Source: an optimization exercise on an open RTL-to-GDS flow (aim: small area and a short achievable clock period). Production flows keep margins and buffers that such runs may drop. In this exercise RTL edits were held to simulation tests only and were not proved equivalent to the original. No activity file was given, so power comes from the tool's default toggle rates.

### flow/config.mk
export PLATFORM = sky130hd
export DESIGN_NAME = fp_narrow
export DESIGN_NICKNAME = fp_narrow
export VERILOG_FILES = /design/flow/design.v
export SDC_FILE = /design/flow/constraint.sdc
export NUM_CORES = 4
export LEC_CHECK = 0
export ABC_AREA = 1
export CAP_MARGIN = 20
export CORE_MARGIN = 2
export CORE_UTILIZATION = 40
export CTS_BUF_LIST = sky130_fd_sc_hd__clkbuf_8
export SLEW_MARGIN = 20
### flow/constraint.sdc
create_clock -name core_clock -period 14.0 [get_ports {clk}]
set_input_delay 2.8000 -clock core_clock [delete_from_list [all_inputs] [get_ports {clk}]]
set_output_delay 2.8000 -clock core_clock [all_outputs]
set_load 0.01 [all_outputs]
### flow/design.v
module fp_narrow (
    input  wire        clk,
    input  wire        rst,           
    input  wire        in_valid,
    input  wire [31:0] in_x,          
    input  wire [3:0]  in_fmt,        
    input  wire [2:0]  in_rmode,      
    input  wire        in_sat,        
    input  wire [15:0] in_r,          
    output reg         out_valid,
    output reg  [15:0] out_y,         
    output reg         out_ovf,       
    output reg         out_nan,       
    output reg         out_err        
);
    wire a_bf  = in_fmt == 4'h1;
    wire a_h   = in_fmt == 4'h2;
    wire a_e43 = in_fmt == 4'h3;
    wire a_e52 = in_fmt == 4'h4;
    wire a_e32 = in_fmt == 4'h7;
    wire a_e23 = in_fmt == 4'h8;
    wire a_e21 = in_fmt == 4'h9;
    wire a_int = in_fmt == 4'hA;
    wire a_fok = a_bf | a_h | a_e43 | a_e52 | a_e32 | a_e23 | a_e21 | a_int;
    wire a_finf = a_bf | a_h | a_e52;             
    wire a_rne = in_rmode == 3'd0;
    wire a_rup = in_rmode == 3'd2;
    wire a_rdn = in_rmode == 3'd3;
    wire a_sr  = in_rmode == 3'd4;
    wire a_err = ~a_fok | (in_rmode > 3'd4);
    wire        a_s    = in_x[31];
    wire [7:0]  ex     = in_x[30:23];
    wire [22:0] fr     = in_x[22:0];
    wire        ex_z   = ex == 8'h00;
    wire        ex_o   = ex == 8'hFF;
    wire        fr_z   = fr == 23'd0;
    wire [7:0]  eeff   = {ex[7:1], ex[0] | ex_z};
    reg [4:0] kq;         
    reg [4:0] rmin;
    reg       normal, allout;
    always @* begin
        kq = 5'd5; rmin = 5'd3; normal = 1'b1; allout = 1'b0;
        if (a_h)   begin kq = 5'd18; rmin = 5'd0; normal = eeff >= 8'd113; allout = eeff < 8'd84;  end
        if (a_e43) begin kq = 5'd1;  rmin = 5'd7; normal = eeff >= 8'd121; allout = eeff < 8'd100; end
        if (a_e52) begin kq = 5'd26; rmin = 5'd8; normal = eeff >= 8'd113; allout = eeff < 8'd92;  end
        if (a_e32) begin kq = 5'd6;  rmin = 5'd8; normal = eeff >= 8'd125; allout = eeff < 8'd104; end
        if (a_e23) begin kq = 5'd7;  rmin = 5'd7; normal = eeff >= 8'd127; allout = eeff < 8'd104; end
        if (a_e21) begin kq = 5'd9;  rmin = 5'd9; normal = eeff >= 8'd127; allout = eeff < 8'd108; end
        if (a_int) begin kq = 5'd4;  rmin = 5'd4; normal = eeff >= 8'd127; allout = eeff < 8'd104; end
    end
    wire [4:0] ne = ~eeff[4:0];
    wire [4:0] sg = kq & ne, sp = kq ^ ne;
    wire [4:0] sc;
    assign sc[0] = 1'b0;
    assign sc[1] = sg[0];
    assign sc[2] = sg[1] | (sp[1] & sg[0]);
    assign sc[3] = sg[2] | (sp[2] & sg[1]) | (sp[2] & sp[1] & sg[0]);
    assign sc[4] = sg[3] | (sp[3] & sg[2]) | (sp[3] & sp[2] & sg[1]) | (sp[3] & sp[2] & sp[1] & sg[0]);
    wire [1:0] a_slo = sp[1:0] ^ sc[1:0];
    wire       a_c2  = sc[2];
    wire a_dir    = (a_rup & ~a_s) | (a_rdn & a_s);
    reg        v_q;
    reg        s_q, err_q, sat_q;
    reg        rne_q, sr_q, dir_q, normal_q, allout_q;
    reg [3:0]  fmt_q;
    reg [1:0]  slo_q;
    reg        c2_q;
    reg [2:0]  khi_q;
    reg [7:0]  ex_q;
    reg [23:0] m_q;
    reg [15:0] r_q;
    always @(posedge clk) begin
        if (rst) v_q <= 1'b0;
        else     v_q <= in_valid;
        s_q       <= a_s;
        err_q     <= a_err;
        sat_q     <= in_sat;
        rne_q     <= a_rne;
        sr_q      <= a_sr;
        dir_q     <= a_dir;
        normal_q  <= normal;
        allout_q  <= allout;
        fmt_q     <= in_fmt;
        slo_q     <= a_slo;
        c2_q      <= a_c2;
        khi_q     <= kq[4:2];
        ex_q      <= ex;
        m_q       <= {~ex_z, fr};
        r_q       <= in_r;
    end
    wire f_bf  = fmt_q == 4'h1;
    wire f_h   = fmt_q == 4'h2;
    wire f_e43 = fmt_q == 4'h3;
    wire f_e52 = fmt_q == 4'h4;
    wire f_e32 = fmt_q == 4'h7;
    wire f_e23 = fmt_q == 4'h8;
    wire f_e21 = fmt_q == 4'h9;
    wire f_int = fmt_q == 4'hA;
    reg [4:0] rmin_q;
    always @* begin
        rmin_q = 5'd3;
        if (f_h)   rmin_q = 5'd0;
        if (f_e43) rmin_q = 5'd7;
        if (f_e52) rmin_q = 5'd8;
        if (f_e32) rmin_q = 5'd8;
        if (f_e23) rmin_q = 5'd7;
        if (f_e21) rmin_q = 5'd9;
        if (f_int) rmin_q = 5'd4;
    end
    wire [2:0] shi   = khi_q + ~ex_q[4:2] + {2'd0, c2_q};
    wire [4:0] sum_q = {shi, slo_q};
    wire [4:0] rsh_q = normal_q ? rmin_q : allout_q ? 5'd31 : sum_q;
    reg [14:0] ehi;
    always @* begin
        ehi = 15'd0;
        if (f_bf)  ehi = {ex_q, 7'd0};
        if (f_h)   ehi = {~ex_q[4], ex_q[3:0], 10'd0};
        if (f_e43) ehi = {8'd0, ~ex_q[3], ex_q[2:0], 3'd0};
        if (f_e52) ehi = {8'd0, ~ex_q[4], ex_q[3:0], 2'd0};
        if (f_e32) ehi = {10'd0, ~ex_q[2], ex_q[1:0], 2'd0};
        if (f_e23) ehi = {10'd0, ~ex_q[1], ex_q[0], 3'd0};
        if (f_e21) ehi = {12'd0, ~ex_q[1], ex_q[0], 1'd0};
        if (f_int) ehi = {8'd0, ex_q[0], 6'd0};
        if (!normal_q) ehi = 15'd0;
    end
    wire [22:0] fq = m_q[22:0];
    reg over_lo, eq_max;
    always @* begin
        over_lo = 1'b0; eq_max = 1'b0;
        if (f_bf)  begin over_lo = 1'b0;
                         eq_max  = (ex_q == 8'd254) & (&fq[22:16]); end
        if (f_h)   begin over_lo = ex_q >= 8'd143;
                         eq_max  = (ex_q == 8'd142) & (&fq[22:13]); end
        if (f_e43) begin over_lo = (ex_q >= 8'd136) | ((ex_q == 8'd135) & (&fq[22:20]));
                         eq_max  = (ex_q == 8'd135) & (fq[22:20] == 3'b110); end
        if (f_e52) begin over_lo = ex_q >= 8'd143;
                         eq_max  = (ex_q == 8'd142) & (&fq[22:21]); end
        if (f_e32) begin over_lo = ex_q >= 8'd132;
                         eq_max  = (ex_q == 8'd131) & (&fq[22:21]); end
        if (f_e23) begin over_lo = ex_q >= 8'd130;
                         eq_max  = (ex_q == 8'd129) & (&fq[22:20]); end
        if (f_e21) begin over_lo = ex_q >= 8'd130;
                         eq_max  = (ex_q == 8'd129) & fq[22]; end
        if (f_int) begin over_lo = ex_q >= 8'd128;
                         eq_max  = (ex_q == 8'd127) & (&fq[22:17]); end
    end
    wire b_exo      = &ex_q;
    wire b_frz      = m_q[22:0] == 23'd0;
    wire nan_q     = b_exo & ~b_frz & ~err_q;
    wire inf_q     = b_exo & b_frz & ~err_q;
    wire f_finf    = f_bf | f_h | f_e52;            
    wire infpass_q = inf_q & f_finf & ~sat_q;
    wire toinf_q   = ~sat_q & (f_finf | f_e43) & (inf_q | rne_q | sr_q | dir_q);
    wire ovf0_q  = ~err_q & ~nan_q & (inf_q ? ~infpass_q : over_lo);
    wire eqmax_q = eq_max;
    wire [26:0] mx = {m_q[23] & ~normal_q, m_q[22:0], 3'b000};
    wire [26:0] s0 = rsh_q[0] ? {1'd0, mx[26:1]}   : mx;
    wire [26:0] s1 = rsh_q[1] ? {2'd0, s0[26:2]}   : s0;
    wire [26:0] s2 = rsh_q[2] ? {4'd0, s1[26:4]}   : s1;
    wire [26:0] s3 = rsh_q[3] ? {8'd0, s2[26:8]}   : s2;
    wire [26:0] yy = rsh_q[4] ? {16'd0, s3[26:16]} : s3;
    wire [10:0] lo = yy[26:16];
    wire [15:0] t  = yy[15:0];
    wire [23:11] pm;
    assign pm[11] = m_q[11:0] != 12'd0;
    genvar gi;
    generate for (gi = 12; gi < 24; gi = gi + 1) begin : g_pm
        assign pm[gi] = pm[gi-1] | m_q[gi];
    end endgenerate
    wire below = (rsh_q >= 5'd12) ? pm[23] : pm[5'd11 + rsh_q[3:0]];
    wire inexact = below | t[15];
    wire [15:0] g0 = t & r_q, p0 = t | r_q;
    wire [7:0]  g1, p1;
    wire [3:0]  g2, p2;
    wire [1:0]  g3;
    wire [1:0]  p3;
    generate
        for (gi = 0; gi < 8; gi = gi + 1) begin : g_l1
            assign g1[gi] = g0[2*gi+1] | (p0[2*gi+1] & g0[2*gi]);
            assign p1[gi] = p0[2*gi+1] & p0[2*gi];
        end
        for (gi = 0; gi < 4; gi = gi + 1) begin : g_l2
            assign g2[gi] = g1[2*gi+1] | (p1[2*gi+1] & g1[2*gi]);
            assign p2[gi] = p1[2*gi+1] & p1[2*gi];
        end
        for (gi = 0; gi < 2; gi = gi + 1) begin : g_l3
            assign g3[gi] = g2[2*gi+1] | (p2[2*gi+1] & g2[2*gi]);
            assign p3[gi] = p2[2*gi+1] & p2[2*gi];
        end
    endgenerate
    wire sr_up = g3[1] | (p3[1] & g3[0]);
    wire up = (rne_q & t[15] & (below | lo[0])) | (dir_q & inexact) | (sr_q & sr_up);
    wire [14:0] code_lo = ehi | {4'd0, lo};
    wire ovf = ovf0_q | (eqmax_q & up) | (sr_q & ~f_int & eqmax_q & inexact);
    wire        neg     = s_q & f_int;
    wire [14:0] cx      = code_lo ^ {15{neg}};
    wire [14:0] cx1     = cx + 15'd1;
    wire [14:0] fin_mag = (up ^ neg) ? cx1 : cx;
    reg [15:0] sbit, maxc, infc, nanc;
    always @* begin
        sbit = 16'd0; maxc = 16'd0; infc = 16'd0; nanc = 16'd0;
        if (f_bf)  begin sbit = {s_q, 15'd0}; maxc = 16'h7F7F; infc = 16'h7F80; nanc = 16'h7FC0; end
        if (f_h)   begin sbit = {s_q, 15'd0}; maxc = 16'h7BFF; infc = 16'h7C00; nanc = 16'h7E00; end
        if (f_e43) begin sbit = {8'd0, s_q, 7'd0}; maxc = 16'h007E; infc = 16'h007F; nanc = 16'h007F; end
        if (f_e52) begin sbit = {8'd0, s_q, 7'd0}; maxc = 16'h007B; infc = 16'h007C; nanc = 16'h007E; end
        if (f_e32) begin sbit = {10'd0, s_q, 5'd0}; maxc = 16'h001F; end
        if (f_e23) begin sbit = {10'd0, s_q, 5'd0}; maxc = 16'h001F; end
        if (f_e21) begin sbit = {12'd0, s_q, 3'd0}; maxc = 16'h0007; end
        if (f_int) begin maxc = s_q ? 16'h0081 : 16'h007F; end
    end
    wire [15:0] ovf_y = toinf_q ? (f_e43 ? infc : (sbit | infc))
                                : (f_int ? maxc : (sbit | maxc));
    wire [15:0] fin_y = f_int ? {8'd0, fin_mag[7:0]} : (sbit | {1'b0, fin_mag});
    wire [15:0] y = err_q ? 16'd0 :
                    nan_q ? nanc :
                    (ovf | infpass_q) ? ovf_y : fin_y;
    always @(posedge clk) begin
        if (rst) out_valid <= 1'b0;
        else     out_valid <= v_q;
        out_y   <= y;
        out_ovf <= ovf & ~nan_q & ~err_q;
        out_nan <= nan_q;
        out_err <= err_q;
    end
endmodule
### flow/flow/run.sh
#!/bin/bash
# The standard layout, with plain buf_1 cells (not delay buffers) on the ports,
# and timing repair asked for 9.6 ns of setup margin (the clock and the
# constraints are the design's).
set -euo pipefail
export BUFFER_PORTS_ARGS="-buffer_cell sky130_fd_sc_hd__buf_1"
export SETUP_SLACK_MARGIN=9.6
bash standard.sh > make_finish.log 2>&1
### flow/standard.sh
#!/bin/bash
# synth_recipe.tcl (not shown) runs the flow's synth.tcl, then flattens the netlist and writes it again
# the make line also repeats each setting of config.mk as NAME=value (left out here)
make -C /OpenROAD-flow-scripts/flow DESIGN_CONFIG=/design/flow/config.mk WORK_HOME=/design/flow/orfs CLKGATE_MAP_FILE= SYNTH_SCRIPT=/design/flow/synth_recipe.tcl "${@:-finish}"
==> flow_metrics.env, run 1 <==
export IMPL_drv_slew=0
export IMPL_reg2reg_from="ex_q[2]"
export IMPL_antenna_found_initial=0
export IMPL_reg2reg_to="out_y[10]"
export IMPL_ff2ff_path_depth=25
export IMPL_end_kind="register"
export IMPL_layout_setup_ws_ps=9840
export IMPL_drv_cap=0
export IMPL_reg2reg_setup_slack_ps=9950
export IMPL_vias_per_cell=5.33
export IMPL_mappedNetlistArea_um2=6080
export IMPL_min_period_ps=4160
export IMPL_grt_max_degree=30
export IMPL_fmax_ghz=0.240
export IMPL_num_fill_cells=1685
export IMPL_crit_arrival_ps=4510
export IMPL_chipWidth_um=127
export IMPL_fin_util_pct=45.2
export IMPL_grt_overflow=0
export IMPL_cp_cell_sequence="buf_1 -> inv_1 -> nand2_1 -> nor3_1 -> nor2_1 -> nand2_1 -> nor2_1 -> ha_1 -> inv_1 -> fa_1 -> inv_1"
export IMPL_io_pins=79
export IMPL_diodes=0
export IMPL_avgSynthCellArea_um2=6.10
export IMPL_whs_path_depth=2
export IMPL_path_max_fanout=7
export IMPL_crit_slowest_cell="fa_1"
export IMPL_synth_nets=1061
export IMPL_cts_clk_slew_worst_paths_ps=90
export IMPL_yosysWarnings=1
export IMPL_hold_viol=0
export IMPL_worstPathRequired_ps=14350
export IMPL_route_vias_total=6749
export IMPL_min_path_type="register to register"
export IMPL_status="finished clean"
export IMPL_start_kind="input pin"
export IMPL_worst_path_buf_inv=4
export IMPL_slew_headroom_pct=57.1
export IMPL_grt_pass1_vias=5827
export IMPL_area_growth_pct=11.7
export IMPL_grt_pass1_wl_mm=30.1
export IMPL_irDropWorstVdd_mv=0.0819
export IMPL_skew_ps=10.4
export IMPL_drive_above_1_share_pct=6.95
export IMPL_total_power_mw=0.783
export IMPL_synthCells=997
export IMPL_coreArea_um2=15000
export IMPL_rsz0062_at_grt="false"
export IMPL_drc_errors=0
export IMPL_finalSetupTns_ps=0
export IMPL_gp_congestion=0.976
export IMPL_cp_common_cell="inv_1"
export IMPL_hold_end="out_valid"
export IMPL_drt_wl_total_mm=19.4
export IMPL_crit_family="simple AND/OR/NAND/NOR gates"
export IMPL_critPathKind="input pin to register"
export IMPL_holdBufCountCts=0
export IMPL_clock_sinks=87
export IMPL_ys_async_sr_fraction_pct=0
export IMPL_cp_slowest_stage_delay_ps=400
export IMPL_setup_viol=0
export IMPL_die_h_um=127
export IMPL_synth_seq_area_share_pct=28.6
export IMPL_die_area_um2=16200
export IMPL_clk_insertion_delay_late_ps=390
export IMPL_clockBufferDepth=2
export IMPL_period_share_pct=29.7
export IMPL_drt_iter0_drc=858
export IMPL_tightest_slew_ps=642
export IMPL_place_inst=1240
export IMPL_wl_per_cell_um=15.3
export IMPL_htree_levels=3
export IMPL_hp_start="v_q"
export IMPL_synth_distinct_cells=53
export IMPL_fin_cells=1267
export IMPL_grt_usage_pct=23.5
export IMPL_ant_nets=0
export IMPL_cts_buffers=9
export IMPL_port_buffers=78
export IMPL_synth_edf_count=0
export IMPL_cts_root_buf="clkbuf_8"
export IMPL_powerDensity_nw_per_um2=115
export IMPL_yosys_register_bits=87
export IMPL_final_nets=1138
export IMPL_rows=45
export IMPL_dp_hpwl_mm=14.7
export IMPL_initial_utilization_pct=40.4
export IMPL_cts_tree="done"
export IMPL_place_ws_ps=9440
export IMPL_dr_pass1_iters=6
export IMPL_p_leak_nw=3.34
export IMPL_synth_ff_type="dfxtp_1"
[cell usage after synthesis, types with 6 or more instances]
cell type | instances | area, um2
xor2_1 | 17 | 149
nand3_1 | 168 | 841
nor3_1 | 19 | 95.1
nor2_1 | 94 | 353
a21oi_1 | 25 | 125
a31oi_1 | 7 | 43.8
nand4_1 | 15 | 93.8
nor2_2 | 6 | 37.5
o21ai_0 | 30 | 150
inv_2 | 6 | 22.5
nand2_2 | 9 | 56.3
dfxtp_1 | 87 | 1740
o21ai_1 | 13 | 65.1
buf_6 | 7 | 78.8
o22ai_1 | 10 | 62.6
nor4_1 | 6 | 37.5
buf_2 | 10 | 50.1
nand2_1 | 290 | 1090
inv_1 | 115 | 432
[flip-flops by register name, summed over array words and instances, names as in the netlist]
signal     flops
normal_q       1
out_ovf        1
out_err        1
fmt_q          4
r_q           16
sat_q          1
c2_q           1
v_q            1
out_y         16
m_q           24
khi_q          3
s_q            1
err_q          1
ex_q           8
sr_q           1
out_valid      1
out_nan        1
slo_q          2
allout_q       1
rne_q          1
dir_q          1
[metrics by stage]
| stage | hold slack [ps] | area (um2) |
|---|---|---|
| detailed placement | 398 | 6450 |
| global route | 454 | 6800 |
| floorplan | 388 | 6080 |
| finish | 407 | 6800 |
| global placement | 392 | 6450 |
| CTS | 412 | 6680 |
[final cells by class]
class,instances,area (um2),area share (%)
Clock buffer,10,138,2.03
Clock inverter,6,73.8,1.09
Inverter,122,465,6.85
Multi-Input combinational cell,763,3750,55.2
Sequential cell,87,1740,25.6
Tap cell,188,235,3.46
Timing Repair Buffer,90,384,5.65
Timing Repair inverter,1,7.51,0.110
[logic make-up after synthesis]
family	share of synthesized area, %
compound gates	10.7
xor+xnor	3.00
fa+ha+maj	1.40
buf+inv	10.5
flops	28.6
simple gates	45.8
[repair_timing]
| item | CTS | global route |
|---|---|---|
| setup endpoints to repair | 15 | 15 |
| hold endpoints to repair | 0 | 0 |
| pin swaps | 0 | 2 |
| buffers inserted | 0 | 8 |
| gates resized for setup | 3 | 12 |
| gates cloned | 1 | 2 |
[worst register-to-register path, delay by kind of cell, from the launching register on]
kind                     cells  cell delay [ps]
adder cells (fa/ha/maj)      3              980
flip-flops                   1              430
AO/OA/AOI/OAI                4              510
AND/OR/NAND/NOR             10              870
XOR/XNOR                     2              450
buffers and inverters        6              700
[cells in the final DEF, fill, tap and decap left out, drive strengths merged, types with 15 or more instances in the layout]
| master | count |
|---|---|
| o21ai | 43 |
| buf | 90 |
| xor2 | 18 |
| nor2 | 101 |
| nor3 | 19 |
| nand2 | 302 |
| nand3 | 172 |
| dfxtp | 87 |
| inv | 122 |
| nand4 | 15 |
| a21oi | 27 |
[layer usage]
layer  vias up  wire (um)  part of all wire (%)  global-route usage (%)
met1      2978       9440                    49                    35.6
met2       313       8070                    42                    34.5
met4         0        416                   2.1                    6.79
met5         -          0                     0                       0
li1       3424          -                     -                       -
met3        34       1510                   7.8                    3.52
[power by group]
group / switching, mW / leakage (nW) / internal (mW)
Clock: 0.0969 / 0.108 / 0.0897
Combinational: 0.220 / 2.51 / 0.101
Sequential: 0.0122 / 0.726 / 0.264
[worst max path at each step]
stage,startpoint,end,cells past startpoint
final,in_fmt[0],slo_q[1],11
after global routing,ex_q[2],out_y[10],25
after CTS,ex_q[2],out_y[14],26
after detailed placement,ex_q[2],out_y[14],28
after global placement,in_fmt[0],slo_q[1],11
after floorplan,in_fmt[1],slo_q[1],10
==> run 2, diff against run 1 <==
==> flow/flow/run.sh (replaced) <==
#!/bin/bash
# The standard layout, with plain buf_1 cells (not delay buffers) on the ports,
# and timing repair asked for 10 ns of setup margin (the clock and the
# constraints are the design's).
set -euo pipefail
export BUFFER_PORTS_ARGS="-buffer_cell sky130_fd_sc_hd__buf_1"
export SETUP_SLACK_MARGIN=10
bash standard.sh > make_finish.log 2>&1
--- a/flow/config.mk
+++ b/flow/config.mk
@@ -11,3 +11,4 @@
 export CORE_UTILIZATION = 40
 export CTS_BUF_LIST = sky130_fd_sc_hd__clkbuf_8
+export GPL_TIMING_DRIVEN = 1
 export SLEW_MARGIN = 20
==> flow_metrics.env, run 2 <==
export IMPL_internal_power_mw=0.488
export IMPL_yosysMostFrequentCell="nand2_1"
export IMPL_ff2ff_path_depth=26
export IMPL_die_h_um=127
export IMPL_power_switching_mw=0.341
export IMPL_drt_wl_total_mm=20.7
export IMPL_drv_slew=0
export IMPL_worstPathRequired_ps=14260
export IMPL_path_max_fanout=4
export IMPL_drv_cap=0
export IMPL_clk_insertion_delay_late_ps=380
export IMPL_area_growth_pct=18.3
export IMPL_drt_iter0_drc=829
export IMPL_route_vias_total=6951
export IMPL_grt_usage_pct=24.1
export IMPL_synth_distinct_cells=53
export IMPL_mappedNetlistArea_um2=6080
export IMPL_total_power_mw=0.828
export IMPL_period_share_pct=27.9
export IMPL_seqPwrFrac_pct=33.4
export IMPL_reg2reg_setup_slack_ps=10180
export IMPL_antenna_found_initial=0
export IMPL_crit_arrival_ps=4160
export IMPL_cts_clk_slew_worst_paths_ps=90
export IMPL_synth_ff_type="dfxtp_1"
export IMPL_ant_nets=0
export IMPL_rows=45
export IMPL_clock_sinks=87
export IMPL_synth_top_cells_by_count="290 x nand2_1, 168 x nand3_1, 115 x inv_1"
export IMPL_wl_per_cell_um=16.1
export IMPL_synthTopCellsByArea="dfxtp_1 29%, nand2_1 18%, nand3_1 14%"
export IMPL_seq_area_um2=1750
export IMPL_reg2reg_to="out_y[11]"
export IMPL_yosys_register_bits=87
export IMPL_setup_viol=0
export IMPL_tightest_slew_ps=1160
export IMPL_synthCells=997
export IMPL_synth_edf_count=0
export IMPL_yosys_area_top_type="dfxtp_1"
export IMPL_cts_root_buf="clkbuf_8"
export IMPL_coreArea_um2=15000
export IMPL_dp_hpwl_mm=14.7
export IMPL_port_buffers=78
export IMPL_grt_pass1_wl_mm=30.9
export IMPL_dr_pass1_iters=6
export IMPL_start_kind="input pin"
export IMPL_vias_per_cell=5.43
export IMPL_num_fill_cells=1617
export IMPL_powerDensity_nw_per_um2=115
export IMPL_drive_above_1_share_pct=11.4
export IMPL_p_leak_nw=3.50
export IMPL_grt_pass1_vias=6029
export IMPL_final_common_cell="nand2_1"
export IMPL_initial_utilization_pct=40.4
export IMPL_grt_max_degree=30
export IMPL_irDropWorstVdd_mv=0.0500
export IMPL_yosysWarnings=1
export IMPL_final_cell_mix="281 x nand2_1, 165 x nand3_1, 111 x inv_1, 85 x nor2_1, 84 x dfxtp_1"
export IMPL_cts_buffers=9
export IMPL_chipWidth_um=127
export IMPL_rsz0062_at_grt="true"
export IMPL_htree_levels=3
export IMPL_reg2reg_from="ex_q[2]"
export IMPL_die_area_um2=16200
export IMPL_largest_register_ffs=24
export IMPL_gp_congestion=0.989
export IMPL_fin_util_pct=47.8
export IMPL_fin_hold_ws_ps=407
export IMPL_io_pins=79
export IMPL_power_frac_comb_pct=42.7
export IMPL_fmax_ghz=0.256
export IMPL_hold_viol=0
export IMPL_top_register="m_q"
export IMPL_skew_ps=9.11
export IMPL_cts_tree="done"
export IMPL_cp_slowest_stage_delay_ps=300
export IMPL_diodes=0
export IMPL_synth_top_area_share_pct=28.6
export IMPL_pwr_share_clk_pct=23.9
export IMPL_slew_headroom_pct=21.8
export IMPL_p_sw_share_pct=41.1
export IMPL_crit_slowest_cell="a311oi_1"
export IMPL_clockBufferDepth=2
export IMPL_status="finished clean"
export IMPL_grt_overflow=0
export IMPL_final_nets=1150
export IMPL_holdBufCountCts=0
export IMPL_crit_family="compound AO/OA/AOI/OAI gates"
export IMPL_avgSynthCellArea_um2=6.10
export IMPL_multi_input_area_um2=4020
export IMPL_min_path_type="register to register"
export IMPL_design_area_um2=7190
export IMPL_drc_errors=0
export IMPL_crit_end="allout_q"
export IMPL_synth_nets=1061
export IMPL_cp_cell_sequence="buf_4 -> inv_2 -> nand2_2 -> nor3_4 -> inv_1 -> nand3_1 -> a32oi_1 -> o21ai_0 -> a21oi_1 -> a311oi_1"
export IMPL_worst_path_buf_inv=3
export IMPL_finalSetupTns_ps=0
export IMPL_placed_cell_area_um2=6460
export IMPL_critical_path_depth=10
export IMPL_ys_async_sr_fraction_pct=0
export IMPL_end_kind="register"
export IMPL_synth_seq_area_share_pct=28.6
export IMPL_min_period_ps=3910
export IMPL_cp_startpoint="in_fmt[1]"
export IMPL_top_regs="m_q x24, out_y x16, r_q x16"
export IMPL_critPathKind="input pin to register"
## run 2: cell counts after synthesis
Identical to the previous run, type by type.
## run 2: power groups by stage
stage	sequential, mW	clock [mW]	combinational (mW)
finish	0.277	0.198	0.354
global route	0.279	0.217	0.388
CTS	0.276	0.206	0.316
detailed placement	0.282	0	0.303
global placement	0.282	0	0.303
floorplan	0.281	0	0.231
## run 2: how the worst min path moves through the flow
stage	from	end	depth (start not counted)
floorplan	v_q	out_valid	2
global placement	v_q	out_valid	2
detailed placement	v_q	out_valid	2
CTS	v_q	out_valid	2
global route	v_q	out_valid	2
finish	v_q	out_valid	2
## run 2: timing repair
action | 4_1_cts | 5_1_grt
resized for setup | 17 | 71
pin swaps | 0 | 13
setup endpoints to repair | 17 | 18
gates cloned | 2 | 6
buffers inserted | 8 | 7
## run 2: cells by family after synthesis
| group | synth area share [%] |
|---|---|
| and+or+nand+nor | 45.8 |
| buffers and inverters | 10.5 |
| AOI/OAI and AO/OA | 10.7 |
| DFF | 28.6 |
| xor gates and xnor gates | 3.00 |
| adders and majority gates | 1.40 |
## run 2: area by class of cell
class                   instances  share of cell area [%]
clock buffers                  11                    2.10
well taps                     188                    3.27
flip-flops and latches         87                    24.3
multi-input cells             768                    55.9
clock inverters                 5                    1.01
repair inverters                1                   0.104
inverters                     122                    6.58
repair buffers                 97                    6.68
## run 2: worst reg2reg max path: stages, from the launching register on
cell and delay [ps]:
dfxtp_4 360, inv_4 60, fa_1 160, inv_1 50, fa_1 490, a21oi_2 60, a21oi_2 150, buf_6 170
clkinvlp_4 140, nor2_4 250, a21boi_1 200, nor2_1 60, nand2_1 100, nand3_1 80, nand3_1 120, nor2_2 60
nor2_2 70, nand2_1 60, nand2_1 70, nand2_2 90, nand2_4 150, nand2_8 100, nand2_8 110, nand4_1 140
nor2_2 180, nand3_1 130, a21oi_1 140
## run 2: stage by stage
stage          setup slack [ps]  instances
6_report                  10090       1279
5_1_grt                    9970       1279
2_1_floorplan              9940        997
3_3_place_gp               9500       1240
3_5_place_dp               9410       1240
4_1_cts                   10020       1266
## run 2: routing by layer
layer  up-vias  part of all wire (%)  global-route usage, %  wire length, um
met1      3108                    47                   36.0             9610
met2       337                    41                   33.8             8520
met5         -                     0                      0                0
met3        50                   8.9                   4.15             1850
met4         0                   3.3                   10.2              674
li1       3456                     -                      -                -
==> run 3, diff against run 2 <==
--- a/flow/config.mk
+++ b/flow/config.mk
@@ -11,4 +11,3 @@
 export CORE_UTILIZATION = 40
 export CTS_BUF_LIST = sky130_fd_sc_hd__clkbuf_8
-export GPL_TIMING_DRIVEN = 1
 export SLEW_MARGIN = 20
==> flow_metrics.env, run 3 <==
export IMPL_pwr_share_clk_pct=23.9
export IMPL_grt_overflow=0
export IMPL_p_sw_share_pct=41.1
export IMPL_diodes=0
export IMPL_holdBufCountCts=0
export IMPL_irDropWorstVdd_mv=0.0500
export IMPL_synth_seq_area_share_pct=28.6
export IMPL_coreArea_um2=15000
export IMPL_internal_power_mw=0.488
export IMPL_dr_pass1_iters=6
export IMPL_drt_iter0_drc=829
export IMPL_synthTopCellsByArea="dfxtp_1 29%, nand2_1 18%, nand3_1 14%"
export IMPL_period_share_pct=27.9
export IMPL_port_buffers=78
export IMPL_layout_setup_ws_ps=10090
export IMPL_crit_family="compound AO/OA/AOI/OAI gates"
export IMPL_status="finished clean"
export IMPL_grt_max_degree=30
export IMPL_synth_distinct_cells=53
export IMPL_synth_nets=1061
export IMPL_final_nets=1150
export IMPL_min_period_ps=3910
export IMPL_route_vias_total=6951
export IMPL_critPathKind="input pin to register"
export IMPL_rsz0062_at_grt="true"
export IMPL_mappedNetlistArea_um2=6080
export IMPL_gp_congestion=0.989
export IMPL_yosys_register_bits=87
export IMPL_fin_util_pct=47.8
export IMPL_grt_usage_pct=24.1
export IMPL_cts_buffers=9
export IMPL_worstPathRequired_ps=14260
export IMPL_final_cell_mix="281 x nand2_1, 165 x nand3_1, 111 x inv_1, 85 x nor2_1, 84 x dfxtp_1"
export IMPL_antenna_found_initial=0
export IMPL_powerDensity_nw_per_um2=115
export IMPL_num_fill_cells=1617
export IMPL_cts_clk_slew_worst_paths_ps=90
export IMPL_rows=45
export IMPL_drive_above_1_share_pct=11.4
export IMPL_largest_register_ffs=24
export IMPL_yosysWarnings=1
export IMPL_grt_pass1_wl_mm=30.9
export IMPL_drc_errors=0
export IMPL_htree_levels=3
export IMPL_power_frac_comb_pct=42.7
export IMPL_top_regs="m_q x24, out_y x16, r_q x16"
export IMPL_initial_utilization_pct=40.4
export IMPL_tightest_slew_ps=1160
export IMPL_worst_path_buf_inv=3
export IMPL_synthCells=997
export IMPL_drv_slew=0
export IMPL_power_switching_mw=0.341
export IMPL_drt_wl_total_mm=20.7
export IMPL_skew_ps=9.11
export IMPL_synth_top_area_share_pct=28.6
export IMPL_wl_per_cell_um=16.1
export IMPL_fmax_ghz=0.256
export IMPL_clock_sinks=87
export IMPL_chipWidth_um=127
export IMPL_hold_viol=0
export IMPL_slew_headroom_pct=21.8
export IMPL_synth_top_cells_by_count="290 x nand2_1, 168 x nand3_1, 115 x inv_1"
export IMPL_path_max_fanout=4
export IMPL_crit_arrival_ps=4160
export IMPL_ys_async_sr_fraction_pct=0
export IMPL_avgSynthCellArea_um2=6.10
export IMPL_setup_viol=0
export IMPL_clk_insertion_delay_late_ps=380
export IMPL_cp_cell_sequence="buf_4 -> inv_2 -> nand2_2 -> nor3_4 -> inv_1 -> nand3_1 -> a32oi_1 -> o21ai_0 -> a21oi_1 -> a311oi_1"
export IMPL_grt_pass1_vias=6029
export IMPL_ant_nets=0
export IMPL_io_pins=79
export IMPL_dp_hpwl_mm=14.7
export IMPL_p_leak_nw=3.50
export IMPL_crit_slowest_cell="a311oi_1"
export IMPL_yosys_area_top_type="dfxtp_1"
export IMPL_synth_ff_type="dfxtp_1"
export IMPL_drv_cap=0
export IMPL_start_kind="input pin"
export IMPL_die_area_um2=16200
export IMPL_final_common_cell="nand2_1"
export IMPL_yosysMostFrequentCell="nand2_1"
export IMPL_vias_per_cell=5.43
export IMPL_die_h_um=127
export IMPL_top_register="m_q"
export IMPL_cp_slowest_stage_delay_ps=300
export IMPL_cts_root_buf="clkbuf_8"
export IMPL_clockBufferDepth=2
export IMPL_end_kind="register"
export IMPL_area_growth_pct=18.3
export IMPL_cts_tree="done"
export IMPL_min_path_type="register to register"
export IMPL_seqPwrFrac_pct=33.4
export IMPL_synth_edf_count=0
export IMPL_place_ws_ps=9410
export IMPL_finalSetupTns_ps=0
-- run 3: cell counts after synthesis --
Identical to the previous run, type by type.
-- run 3: routing by layer --
| layer | track usage, % | vias up | share of wire, % |
|---|---|---|---|
| li1 | - | 3456 | - |
| met1 | 36.0 | 3108 | 47 |
| met2 | 33.8 | 337 | 41 |
| met3 | 4.15 | 50 | 8.9 |
| met4 | 10.2 | 0 | 3.3 |
| met5 | 0 | - | 0 |
-- run 3: tightest hold or removal path: cells and delay by family, from the launching register on --
family | cells | cell delay [ps]
buffers and inverters | 1 | 40
flip-flops | 1 | 310
AND/OR/NAND/NOR | 1 | 30
-- run 3: repair_timing --
item,CTS,global route
setup endpoints to repair,17,18
cloned,2,6
gates resized for setup,17,71
pin swaps,0,13
setup buffers,8,7
-- run 3: final cells by class --
type                       instances  area [um2]  share of cell area [%]
clock buffer                      11         151                    2.10
inverter                         122         473                    6.58
sequential                        87        1750                    24.3
timing repair buffer              97         480                    6.68
multi-input combinational        768        4020                    55.9
clock inverter                     5        72.6                    1.01
tap                              188         235                    3.27
timing repair inverter             1        7.51                   0.104
-- run 3: per-stage QoR --
| step | hold WS, ps | instance area, um2 | total power, mW | cells |
|---|---|---|---|---|
| floorplan | 388 | 6090 | 0.511 | 997 |
| global placement | 392 | 6460 | 0.585 | 1240 |
| detailed placement | 400 | 6460 | 0.585 | 1240 |
| CTS | 412 | 6830 | 0.798 | 1266 |
| global route | 458 | 7190 | 0.884 | 1279 |
| finish | 407 | 7190 | 0.828 | 1279 |
-- run 3: power groups by stage --
| stage | combinational (mW) | sequential (mW) | clock (mW) |
|---|---|---|---|
| after floorplan | 0.231 | 0.281 | 0 |
| after global placement | 0.303 | 0.282 | 0 |
| after detailed placement | 0.303 | 0.282 | 0 |
| after CTS | 0.316 | 0.276 | 0.206 |
| after global routing | 0.388 | 0.279 | 0.217 |
| final | 0.354 | 0.277 | 0.198 |
-- run 3: cell families after synthesis --
group                      count (synthesis)  synth area share [%]
DFF                                       87                  28.6
and+or+nand+nor                          629                  45.8
adders and majority gates                  5                  1.40
buffers and inverters                    148                  10.5
xor gates and xnor gates                  20                  3.00
AOI/OAI and AO/OA                        108                  10.7
-- run 3: path summary, 6_finish.rpt --
| kind | cells after the start | endpoint | slack (ps) | startpoint |
|---|---|---|---|---|
| setup / recovery | 10 | allout_q | 10090 | in_fmt[1] |
| hold / removal | 2 | out_valid | 410 | v_q |
| setup reg to reg | 26 | out_y[11] | 10180 | ex_q[2] |
| hold reg to reg | 2 | out_valid | 410 | v_q |
==> run 4, diff against run 3 <==
--- a/flow/config.mk
+++ b/flow/config.mk
@@ -10,4 +10,4 @@
 export CORE_MARGIN = 2
 export CORE_UTILIZATION = 40
-export CTS_BUF_LIST = sky130_fd_sc_hd__clkbuf_8
+export CTS_BUF_LIST = sky130_fd_sc_hd__clkbuf_4 sky130_fd_sc_hd__clkbuf_8
 export SLEW_MARGIN = 20
==> flow_metrics.env, run 4 <==
export IMPL_clockBufferDepth=2
export IMPL_fin_cells=1279
export IMPL_wl_per_cell_um=16.2
export IMPL_cp_slowest_stage_delay_ps=470
export IMPL_hp_start="v_q"
export IMPL_yosysMostFrequentCell="nand2_1"
export IMPL_hold_viol=0
export IMPL_layout_setup_ws_ps=10100
export IMPL_synth_top_family_by_area="simple AND/OR/NAND/NOR gates"
export IMPL_synth_compound_area_share_pct=10.7
export IMPL_cts_root_buf="clkbuf_8"
export IMPL_ant_nets=0
export IMPL_yosys_register_bits=87
export IMPL_dr_pass1_iters=8
export IMPL_end_kind="register"
export IMPL_grt_pass1_vias=6029
export IMPL_port_buffers=78
export IMPL_whs_path_depth=2
export IMPL_dp_hpwl_mm=14.7
export IMPL_place_ws_ps=9410
export IMPL_cp_cell_sequence="buf_4 -> inv_2 -> nand2_2 -> nor3_4 -> nor2_2 -> nand2_1 -> nor2_2 -> ha_2 -> inv_1 -> fa_1 -> inv_1"
export IMPL_io_pins=79
export IMPL_yosys_area_top_type="dfxtp_1"
export IMPL_final_common_cell="nand2_1"
export IMPL_synth_ff_type="dfxtp_1"
export IMPL_tightest_slew_ps=1210
export IMPL_synth_edf_count=0
export IMPL_synth_top_cells_by_count="290 x nand2_1, 168 x nand3_1, 115 x inv_1"
export IMPL_rows=45
export IMPL_ff2ff_path_depth=26
export IMPL_drc_errors=0
export IMPL_drt_iter0_drc=829
export IMPL_crit_arrival_ps=4180
export IMPL_reg2reg_from="ex_q[2]"
export IMPL_fmax_ghz=0.257
export IMPL_p_leak_nw=3.50
export IMPL_grt_overflow=0
export IMPL_period_share_pct=27.8
export IMPL_rsz0062_at_grt="true"
export IMPL_die_area_um2=16200
export IMPL_grt_pass1_wl_mm=30.9
export IMPL_top_regs="m_q x24, out_y x16, r_q x16"
export IMPL_clock_sinks=87
export IMPL_synth_top_area_share_pct=28.6
export IMPL_htree_levels=3
export IMPL_clk_insertion_delay_late_ps=380
export IMPL_gp_congestion=0.989
export IMPL_multi_input_area_um2=4020
export IMPL_seq_area_um2=1750
export IMPL_avgSynthCellArea_um2=6.10
export IMPL_vias_per_cell=5.44
export IMPL_worstPathRequired_ps=14280
export IMPL_num_fill_cells=1618
export IMPL_synth_nets=1061
export IMPL_grt_usage_pct=24.1
export IMPL_drt_wl_total_mm=20.7
export IMPL_yosys_area_share_xor_xnor_pct=3.00
export IMPL_skew_ps=8.76
export IMPL_top_register="m_q"
export IMPL_irDropWorstVdd_mv=0.0501
export IMPL_drive_above_1_share_pct=11.5
export IMPL_antenna_found_initial=0
export IMPL_die_h_um=127
export IMPL_grt_max_degree=30
export IMPL_powerDensity_nw_per_um2=116
export IMPL_drv_slew=0
export IMPL_synth_seq_area_share_pct=28.6
export IMPL_cts_buffers=9
export IMPL_route_vias_total=6959
export IMPL_coreArea_um2=15000
export IMPL_cts_tree="done"
export IMPL_start_kind="input pin"
export IMPL_place_inst=1240
export IMPL_drv_cap=0
export IMPL_yosysWarnings=1
export IMPL_ys_async_sr_fraction_pct=0
export IMPL_min_path_type="register to register"
export IMPL_mappedNetlistArea_um2=6080
export IMPL_min_period_ps=3900
export IMPL_synthCells=997
export IMPL_synthSimpleGateAreaFrac_pct=45.8
export IMPL_final_cell_mix="281 x nand2_1, 165 x nand3_1, 109 x inv_1, 85 x nor2_1, 84 x dfxtp_1"
export IMPL_synthTopCellsByArea="dfxtp_1 29%, nand2_1 18%, nand3_1 14%"
export IMPL_cts_clk_slew_worst_paths_ps=90
export IMPL_synth_distinct_cells=53
export IMPL_reg2reg_setup_slack_ps=10190
export IMPL_crit_slowest_cell="fa_1"
export IMPL_status="finished clean"
export IMPL_critPathKind="input pin to register"
export IMPL_hold_end="out_valid"
export IMPL_slew_headroom_pct=18.8
export IMPL_reg2reg_to="out_y[11]"
export IMPL_synth_fa_ha_area_share_pct=1.40
export IMPL_diodes=0
export IMPL_setup_viol=0
export IMPL_synth_area_mux_share_pct=0
export IMPL_finalSetupTns_ps=0
export IMPL_initial_utilization_pct=40.4
export IMPL_largest_register_ffs=24
export IMPL_path_max_fanout=4
export IMPL_area_growth_pct=18.4
export IMPL_final_nets=1150
export IMPL_chipWidth_um=127
-- run 4: routing by layer --
metal	up-vias	global-route usage, %	wire length, um
met3	46	4.15	1800
met5	-	0	0
met4	0	10.2	649
li1	3457	-	-
met1	3124	36.0	9660
met2	332	33.8	8560
-- run 4: how the worst max path moves through the flow --
| stage | startpoint | endpoint | slack, ps | cells after the start |
|---|---|---|---|---|
| after floorplan | in_fmt[1] | slo_q[1] | 9940 | 10 |
| after global placement | in_fmt[0] | slo_q[1] | 9500 | 11 |
| after detailed placement | ex_q[2] | out_y[14] | 9410 | 24 |
| after CTS | ex_q[2] | out_y[13] | 10020 | 28 |
| after global routing | ex_q[2] | out_y[13] | 9970 | 30 |
| final | in_fmt[1] | slo_q[1] | 10100 | 11 |
-- run 4: logic make-up after synthesis --
family | count (synthesis)
compound gates | 108
xor+xnor | 20
fa+ha+maj | 5
buf+inv | 148
flops | 87
simple gates | 629
-- run 4: power breakdown --
group | total, mW | switching, mW | internal [mW]
clock | 0.203 | 0.0893 | 0.114
sequential | 0.277 | 0.0122 | 0.264
combinational | 0.354 | 0.239 | 0.115
total | 0.834 | 0.340 | 0.493
-- run 4: critical path, delay by kind of cell --
family,cells,cell delay (ps)
AND/OR/NAND/NOR,5,510
buffers and inverters,4,230
adder cells (fa/ha/maj),2,630
-- run 4: final cells by class --
| cell class | instances | area share, % |
|---|---|---|
| Inverter | 122 | 6.57 |
| Multi-Input combinational cell | 768 | 55.9 |
| Timing Repair Buffer | 97 | 6.67 |
| Clock buffer | 13 | 2.31 |
| Clock inverter | 3 | 0.904 |
| Tap cell | 188 | 3.27 |
| Sequential cell | 87 | 24.3 |
| Timing Repair inverter | 1 | 0.104 |
-- run 4: through the flow --
step	util (%)	area [um2]	hold WS (ps)	power, mW
floorplan	-	6090	388	0.511
global route	47.9	7200	458	0.889
global placement	43.0	6460	392	0.585
CTS	45.5	6830	412	0.804
finish	47.9	7200	407	0.834
detailed placement	43.0	6460	400	0.585
-- run 4: what timing repair did --
action / 4_1_cts / 5_1_grt
endpoints found under the hold margin: 0 / 0
resized for setup: 17 / 71
endpoints found under the setup margin: 17 / 18
gates cloned: 2 / 6
setup buffers: 8 / 7
pin swaps: 0 / 13
hold buffers: 0 / 0
==> run 5, diff against run 4 <==
--- a/flow/design.v
+++ b/flow/design.v
@@ -66,5 +66,4 @@
     reg [1:0]  slo_q;
     reg        c2_q;
-    reg [2:0]  khi_q;
     reg [7:0]  ex_q;
     reg [23:0] m_q;
@@ -84,5 +83,4 @@
         slo_q     <= a_slo;
         c2_q      <= a_c2;
-        khi_q     <= kq[4:2];
         ex_q      <= ex;
         m_q       <= {~ex_z, fr};
@@ -98,13 +96,14 @@
     wire f_int = fmt_q == 4'hA;
     reg [4:0] rmin_q;
-    always @* begin
-        rmin_q = 5'd3;
-        if (f_h)   rmin_q = 5'd0;
-        if (f_e43) rmin_q = 5'd7;
-        if (f_e52) rmin_q = 5'd8;
-        if (f_e32) rmin_q = 5'd8;
-        if (f_e23) rmin_q = 5'd7;
-        if (f_e21) rmin_q = 5'd9;
-        if (f_int) rmin_q = 5'd4;
+    reg [2:0] khi_q;       
+    always @* begin
+        rmin_q = 5'd3; khi_q = 3'd1;
+        if (f_h)   begin rmin_q = 5'd0; khi_q = 3'd4; end
+        if (f_e43) begin rmin_q = 5'd7; khi_q = 3'd0; end
+        if (f_e52) begin rmin_q = 5'd8; khi_q = 3'd6; end
+        if (f_e32) begin rmin_q = 5'd8; khi_q = 3'd1; end
+        if (f_e23) begin rmin_q = 5'd7; khi_q = 3'd1; end
+        if (f_e21) begin rmin_q = 5'd9; khi_q = 3'd2; end
+        if (f_int) begin rmin_q = 5'd4; khi_q = 3'd1; end
     end
     wire [2:0] shi   = khi_q + ~ex_q[4:2] + {2'd0, c2_q};
--- a/flow/config.mk
+++ b/flow/config.mk
@@ -10,4 +10,4 @@
 export CORE_MARGIN = 2
 export CORE_UTILIZATION = 40
-export CTS_BUF_LIST = sky130_fd_sc_hd__clkbuf_4 sky130_fd_sc_hd__clkbuf_8
+export CTS_BUF_LIST = sky130_fd_sc_hd__clkbuf_8
 export SLEW_MARGIN = 20
==> flow_metrics.env, run 5 <==
export IMPL_coreArea_um2=15000
export IMPL_yosys_area_top_type="dfxtp_1"
export IMPL_fmax_ghz=0.246
export IMPL_fin_util_pct=50.7
export IMPL_chipWidth_um=127
export IMPL_cts_tree="done"
export IMPL_start_kind="register"
export IMPL_cts_root_buf="clkbuf_8"
export IMPL_cts_clk_slew_worst_paths_ps=80
export IMPL_layout_setup_ws_ps=9940
export IMPL_gp_congestion=0.970
export IMPL_ff2ff_path_depth=32
export IMPL_crit_end="out_y[8]"
export IMPL_grt_pass1_vias=6090
export IMPL_reg2reg_setup_slack_ps=9940
export IMPL_final_nets=1181
export IMPL_io_pins=79
export IMPL_hold_viol=0
export IMPL_diodes=0
export IMPL_slew_headroom_pct=45.2
export IMPL_dr_wl_met2_mm=8.49
export IMPL_top_register="m_q"
export IMPL_drive_above_1_share_pct=16.9
export IMPL_skew_ps=15.1
export IMPL_grt_overflow=0
export IMPL_synth_top_cells_by_count="300 x nand2_1, 174 x nand3_1, 124 x inv_1"
export IMPL_min_period_ps=4060
export IMPL_final_common_cell="nand2_1"
export IMPL_cp_startpoint="fmt_q[2]"
export IMPL_synthTopCellsByArea="dfxtp_1 28%, nand2_1 19%, nand3_1 14%"
export IMPL_synthSimpleGateAreaFrac_pct=47.1
export IMPL_rows=45
export IMPL_finalSetupTns_ps=0
export IMPL_mappedNetlistArea_um2=6080
export IMPL_p_leak_nw=3.67
export IMPL_place_inst=1249
export IMPL_synth_seq_area_share_pct=27.7
export IMPL_synth_fa_ha_area_share_pct=1.40
export IMPL_tightest_slew_ps=814
export IMPL_clock_sinks=84
export IMPL_synth_area_mux_share_pct=0
export IMPL_end_kind="register"
export IMPL_ant_nets=0
export IMPL_yosysWarnings=1
export IMPL_reg2reg_to="out_y[8]"
export IMPL_top_layer_used="met4"
export IMPL_synth_nets=1071
export IMPL_reg2reg_from="fmt_q[2]"
export IMPL_dp_hpwl_mm=14.4
export IMPL_clk_insertion_delay_late_ps=390
export IMPL_drt_wl_total_mm=20.0
export IMPL_critPathKind="register to register"
export IMPL_total_power_mw=0.824
export IMPL_grt_pass1_wl_mm=31.2
export IMPL_ys_async_sr_fraction_pct=0
export IMPL_powerDensity_nw_per_um2=108
export IMPL_fin_cells=1310
export IMPL_wl_met1_mm=9.42
export IMPL_synthCells=1007
export IMPL_route_vias_total=7100
export IMPL_cp_slowest_stage_delay_ps=530
export IMPL_crit_slowest_cell="fa_2"
export IMPL_synth_top_area_share_pct=27.7
export IMPL_htree_levels=3
export IMPL_fin_hold_ws_ps=411
export IMPL_status="finished clean"
export IMPL_worstPathRequired_ps=14330
export IMPL_place_ws_ps=9120
export IMPL_die_area_um2=16200
export IMPL_die_h_um=127
export IMPL_holdBufCountCts=0
export IMPL_vias_per_cell=5.42
export IMPL_grt_max_degree=27
export IMPL_num_fill_cells=1546
export IMPL_final_cell_mix="274 x nand2_1, 162 x nand3_1, 118 x inv_1, 79 x dfxtp_1"
export IMPL_antenna_found_initial=0
export IMPL_drv_slew=0
export IMPL_setup_viol=0
export IMPL_largest_register_ffs=24
export IMPL_drv_cap=0
export IMPL_yosys_area_share_xor_xnor_pct=2.16
export IMPL_top_regs="m_q x24, out_y x16, r_q x16"
export IMPL_synth_ff_type="dfxtp_1"
export IMPL_synth_compound_area_share_pct=10.9
export IMPL_area_growth_pct=25.4
export IMPL_cp_common_cell="nand2_1"
export IMPL_port_buffers=78
export IMPL_drt_iter0_drc=819
export IMPL_synth_top_family_by_area="simple AND/OR/NAND/NOR gates"
export IMPL_dr_pass1_iters=7
export IMPL_clockBufferDepth=2
export IMPL_irDropWorstVdd_mv=0.0723
export IMPL_drc_errors=0
export IMPL_rsz0062_at_grt="true"
export IMPL_crit_arrival_ps=4390
export IMPL_min_path_type="register to register"
export IMPL_yosysMostFrequentCell="nand2_1"
export IMPL_avgSynthCellArea_um2=6.03
export IMPL_period_share_pct=29.0
export IMPL_yosys_register_bits=84
export IMPL_placed_cell_area_um2=6480
export IMPL_synth_distinct_cells=54
export IMPL_wl_per_cell_um=15.3
export IMPL_met3_length_mm=1.59
export IMPL_path_max_fanout=10
export IMPL_synth_edf_count=0
export IMPL_design_area_um2=7620
export IMPL_cts_buffers=9
export IMPL_initial_utilization_pct=40.4
export IMPL_grt_usage_pct=24.2
==> run 5: timing repair <==
| item | 4_1_cts | 5_1_grt |
|---|---|---|
| resized for setup | 74 | 66 |
| endpoints found under the hold margin | 0 | 0 |
| pin swaps | 25 | 17 |
| setup buffers | 26 | 12 |
| endpoints found under the setup margin | 17 | 20 |
| gates cloned | 6 | 1 |
==> run 5: worst min-delay path by stage <==
stage	start	to	slack, ps	depth (start not counted)
after floorplan	err_q	out_err	380	0
after global placement	err_q	out_err	390	0
after detailed placement	err_q	out_err	400	0
after CTS	err_q	out_err	410	0
after global routing	err_q	out_err	420	0
final	err_q	out_err	410	0
==> run 5: power breakdown <==
part	leakage [nW]	internal, mW	total (mW)	switching [mW]
sequential	0.702	0.255	0.267	0.0123
clock	0.102	0.101	0.192	0.0910
combinational	2.87	0.129	0.365	0.236
==> run 5: critical path: cells and delay by family, from the launching register on <==
kind / cells / cell delay (ps)
buf+inv: 7 / 610
compound gates: 1 / 90
fa+ha+maj: 2 / 870
simple gates: 22 / 2080
flops: 1 / 360
==> run 5: final cells by class <==
class | instances | area (um2) | share of cell area, %
clock buffers | 9 | 124 | 1.62
clock inverters | 7 | 100 | 1.31
inverters | 130 | 512 | 6.71
multi-input cells | 772 | 4220 | 55.3
flip-flops and latches | 84 | 1700 | 22.2
well taps | 188 | 235 | 3.09
repair buffers | 120 | 738 | 9.68
==> run 5: per-layer routing <==
metal	track usage, %	vias up
met1	35.6	3166
met2	35.4	365
li1	-	3527
met5	0	-
met3	4.48	42
met4	8.27	0
==> run 5: logic make-up after synthesis <==
family,count (synthesis)
compound gates,103
xor+xnor,15
fa+ha+maj,5
buf+inv,156
flops,84
simple gates,644
==> run 6, diff against run 5 <==
==> flow/flow/run.sh (replaced) <==
#!/bin/bash
# The standard layout, with plain buf_1 cells (not delay buffers) on the ports,
# and timing repair asked for 10.3 ns of setup margin (the clock and the
# constraints are the design's).
set -euo pipefail
export BUFFER_PORTS_ARGS="-buffer_cell sky130_fd_sc_hd__buf_1"
export SETUP_SLACK_MARGIN=10.3
bash standard.sh > make_finish.log 2>&1
==> flow_metrics.env, run 6 <==
export IMPL_status="finished clean"
export IMPL_vias_per_cell=5.39
export IMPL_avgSynthCellArea_um2=6.03
export IMPL_fmax_ghz=0.249
export IMPL_layout_setup_ws_ps=9980
export IMPL_crit_arrival_ps=4290
export IMPL_period_share_pct=28.7
export IMPL_drt_wl_total_mm=20.1
export IMPL_grt_usage_pct=24.3
export IMPL_cts_clk_slew_worst_paths_ps=80
export IMPL_cts_root_buf="clkbuf_8"
export IMPL_die_area_um2=16200
export IMPL_hold_viol=0
export IMPL_yosys_register_bits=84
export IMPL_yosysWarnings=1
export IMPL_chipWidth_um=127
export IMPL_coreArea_um2=15000
export IMPL_clk_insertion_delay_late_ps=380
export IMPL_place_ws_ps=9220
export IMPL_antenna_found_initial=0
export IMPL_min_period_ps=4020
export IMPL_path_max_fanout=14
export IMPL_yosys_area_top_type="dfxtp_1"
export IMPL_gp_congestion=0.930
export IMPL_dr_pass1_iters=6
export IMPL_yosysMostFrequentCell="nand2_1"
export IMPL_drc_errors=0
export IMPL_ant_nets=0
export IMPL_worstPathRequired_ps=14270
export IMPL_skew_ps=14.4
export IMPL_finalSetupTns_ps=0
export IMPL_grt_overflow=0
export IMPL_die_h_um=127
export IMPL_largest_register_ffs=24
export IMPL_ys_async_sr_fraction_pct=0
export IMPL_mappedNetlistArea_um2=6080
export IMPL_clock_sinks=84
export IMPL_total_power_mw=0.832
export IMPL_irDropWorstVdd_mv=0.0696
export IMPL_powerDensity_nw_per_um2=108
export IMPL_diodes=0
export IMPL_synth_top_cells_by_count="300 x nand2_1, 174 x nand3_1, 124 x inv_1"
export IMPL_synth_ff_type="dfxtp_1"
export IMPL_synth_top_area_share_pct=27.7
export IMPL_port_buffers=78
export IMPL_htree_levels=3
export IMPL_final_common_cell="nand2_1"
export IMPL_synthCells=1007
export IMPL_initial_utilization_pct=40.4
export IMPL_synth_nets=1071
export IMPL_cp_slowest_stage_delay_ps=420
export IMPL_clockBufferDepth=2
export IMPL_holdBufCountCts=0
export IMPL_reg2reg_setup_slack_ps=9980
export IMPL_grt_pass1_vias=6333
export IMPL_rsz0062_at_grt="true"
export IMPL_synth_distinct_cells=54
export IMPL_grt_pass1_wl_mm=31.6
export IMPL_fin_hold_ws_ps=402
export IMPL_setup_viol=0
export IMPL_critPathKind="register to register"
export IMPL_final_cell_mix="285 x nand2_1, 166 x nand3_1, 107 x inv_1, 79 x dfxtp_1, 71 x nor2_1"
export IMPL_synth_seq_area_share_pct=27.7
export IMPL_p_leak_nw=3.75
export IMPL_grt_max_degree=27
export IMPL_synth_edf_count=0
export IMPL_tightest_slew_ps=840
export IMPL_drv_cap=0
export IMPL_route_vias_total=7098
export IMPL_drt_iter0_drc=748
export IMPL_wl_per_cell_um=15.2
export IMPL_slew_headroom_pct=43.8
export IMPL_drv_slew=0
export IMPL_synthTopCellsByArea="dfxtp_1 28%, nand2_1 19%, nand3_1 14%"
export IMPL_start_kind="register"
export IMPL_cts_tree="done"
export IMPL_drive_above_1_share_pct=18.2
export IMPL_cts_buffers=9
export IMPL_dp_hpwl_mm=14.5
export IMPL_io_pins=79
export IMPL_min_path_type="register to register"
export IMPL_end_kind="register"
export IMPL_top_regs="m_q x24, out_y x16, r_q x16"
export IMPL_crit_slowest_cell="fa_2"
export IMPL_rows=45
export IMPL_area_growth_pct=26.9
export IMPL_cp_common_cell="nand2_4"
export IMPL_top_register="m_q"
export IMPL_final_nets=1188
[run 6: cell counts after synthesis]
Identical to the previous run, type by type.
[run 6: path summary, 6_finish.rpt]
path	cells after the start	from	to
worst max-delay path	28	fmt_q[2]	out_y[13]
worst min-delay path	0	err_q	out_err
worst max register to register	28	fmt_q[2]	out_y[13]
worst min register to register	0	err_q	out_err
[run 6: routing by layer]
metal | wire length (um) | track usage, % | up-vias
li1 | - | - | 3548
met1 | 9460 | 34.7 | 3224
met2 | 8810 | 36.5 | 290
met3 | 1370 | 4.94 | 36
met4 | 450 | 8.21 | 0
met5 | 0 | 0 | -
[run 6: per-stage QoR]
stage          util (%)  std cells  area [um2]
6_report           51.3       1317        7710
5_1_grt            51.3       1317        7710
4_1_cts            49.2       1300        7400
3_5_place_dp       43.8       1248        6590
3_3_place_gp       43.8       1248        6590
2_1_floorplan         -       1007        6240
[run 6: worst max-delay path, delay by kind of cell, from the launching register on]
| family | cells | cell delay (ps) |
|---|---|---|
| and+or+nand+nor | 17 | 1430 |
| adders and majority gates | 2 | 760 |
| buffers and inverters | 6 | 750 |
| AOI/OAI and AO/OA | 3 | 590 |
| DFF | 1 | 370 |
[run 6: area by class of cell]
| class | count | area [um2] |
|---|---|---|
| Fill cell | 1533 | 7320 |
| Clock buffer | 11 | 151 |
| Inverter | 130 | 538 |
| Timing Repair Buffer | 126 | 782 |
| Tap cell | 188 | 235 |
| Multi-Input combinational cell | 773 | 4210 |
| Sequential cell | 84 | 1700 |
| Clock inverter | 5 | 98.8 |
[run 6: timing repair]
action,4_1_cts,5_1_grt
gates cloned,6,1
endpoints found under the setup margin,21,21
gates resized for setup,80,57
pin swaps,32,27
setup buffers,30,16
[run 6: cell families after synthesis]
group	synth area share, %
simple gates	47.1
buf+inv	10.8
compound gates	10.9
flops	27.7
xor+xnor	2.16
fa+ha+maj	1.40
[run 6: report_power, final]
group	internal, mW	total (mW)	switching (mW)
Sequential	0.255	0.267	0.0122
Combinational	0.124	0.352	0.228
Clock	0.127	0.213	0.0856
Total	0.506	0.832	0.325

-- static timing again, ports no longer ideal --
In the flow no input, the clock included, has a driving cell. The finished layouts below were timed again as built, in two steps. Step 1 assumes that a clkbuf_16 drives the clock port and a buf_2 every other input. Step 2 times the ports against the registers' clock, not the clock port: input delays grow and output delays shrink by t, the midpoint of the rising clock arrivals with the driver on. Three values: ideal ports, drivers, drivers and shift; two values: the first two.
run | t, ns | slack for setup (ns) | worst setup path at the end | worst register clock-pin slew, ns
run 1 | 0.424 | 9.839 / 9.855 / 9.431 | input to register | 0.09 / 0.09
run 2 | 0.416 | 10.094 / 10.113 / 9.697 | input to register | 0.09 / 0.09
run 3 | 0.416 | 10.094 / 10.113 / 9.697 | input to register | 0.09 / 0.09
run 4 | 0.415 | 10.102 / 10.114 / 9.699 | input to register | 0.09 / 0.09
run 5 | 0.416 | 9.938 / 9.938 / 9.685 | input to register | 0.10 / 0.10
run 6 | 0.417 | 9.979 / 9.979 / 9.729 | input to register | 0.09 / 0.09
After both steps setup and hold are still met in every run listed. The setup slack of run 1, which loses most, moves by +0.016 ns with the drivers and by -0.408 ns with both steps.
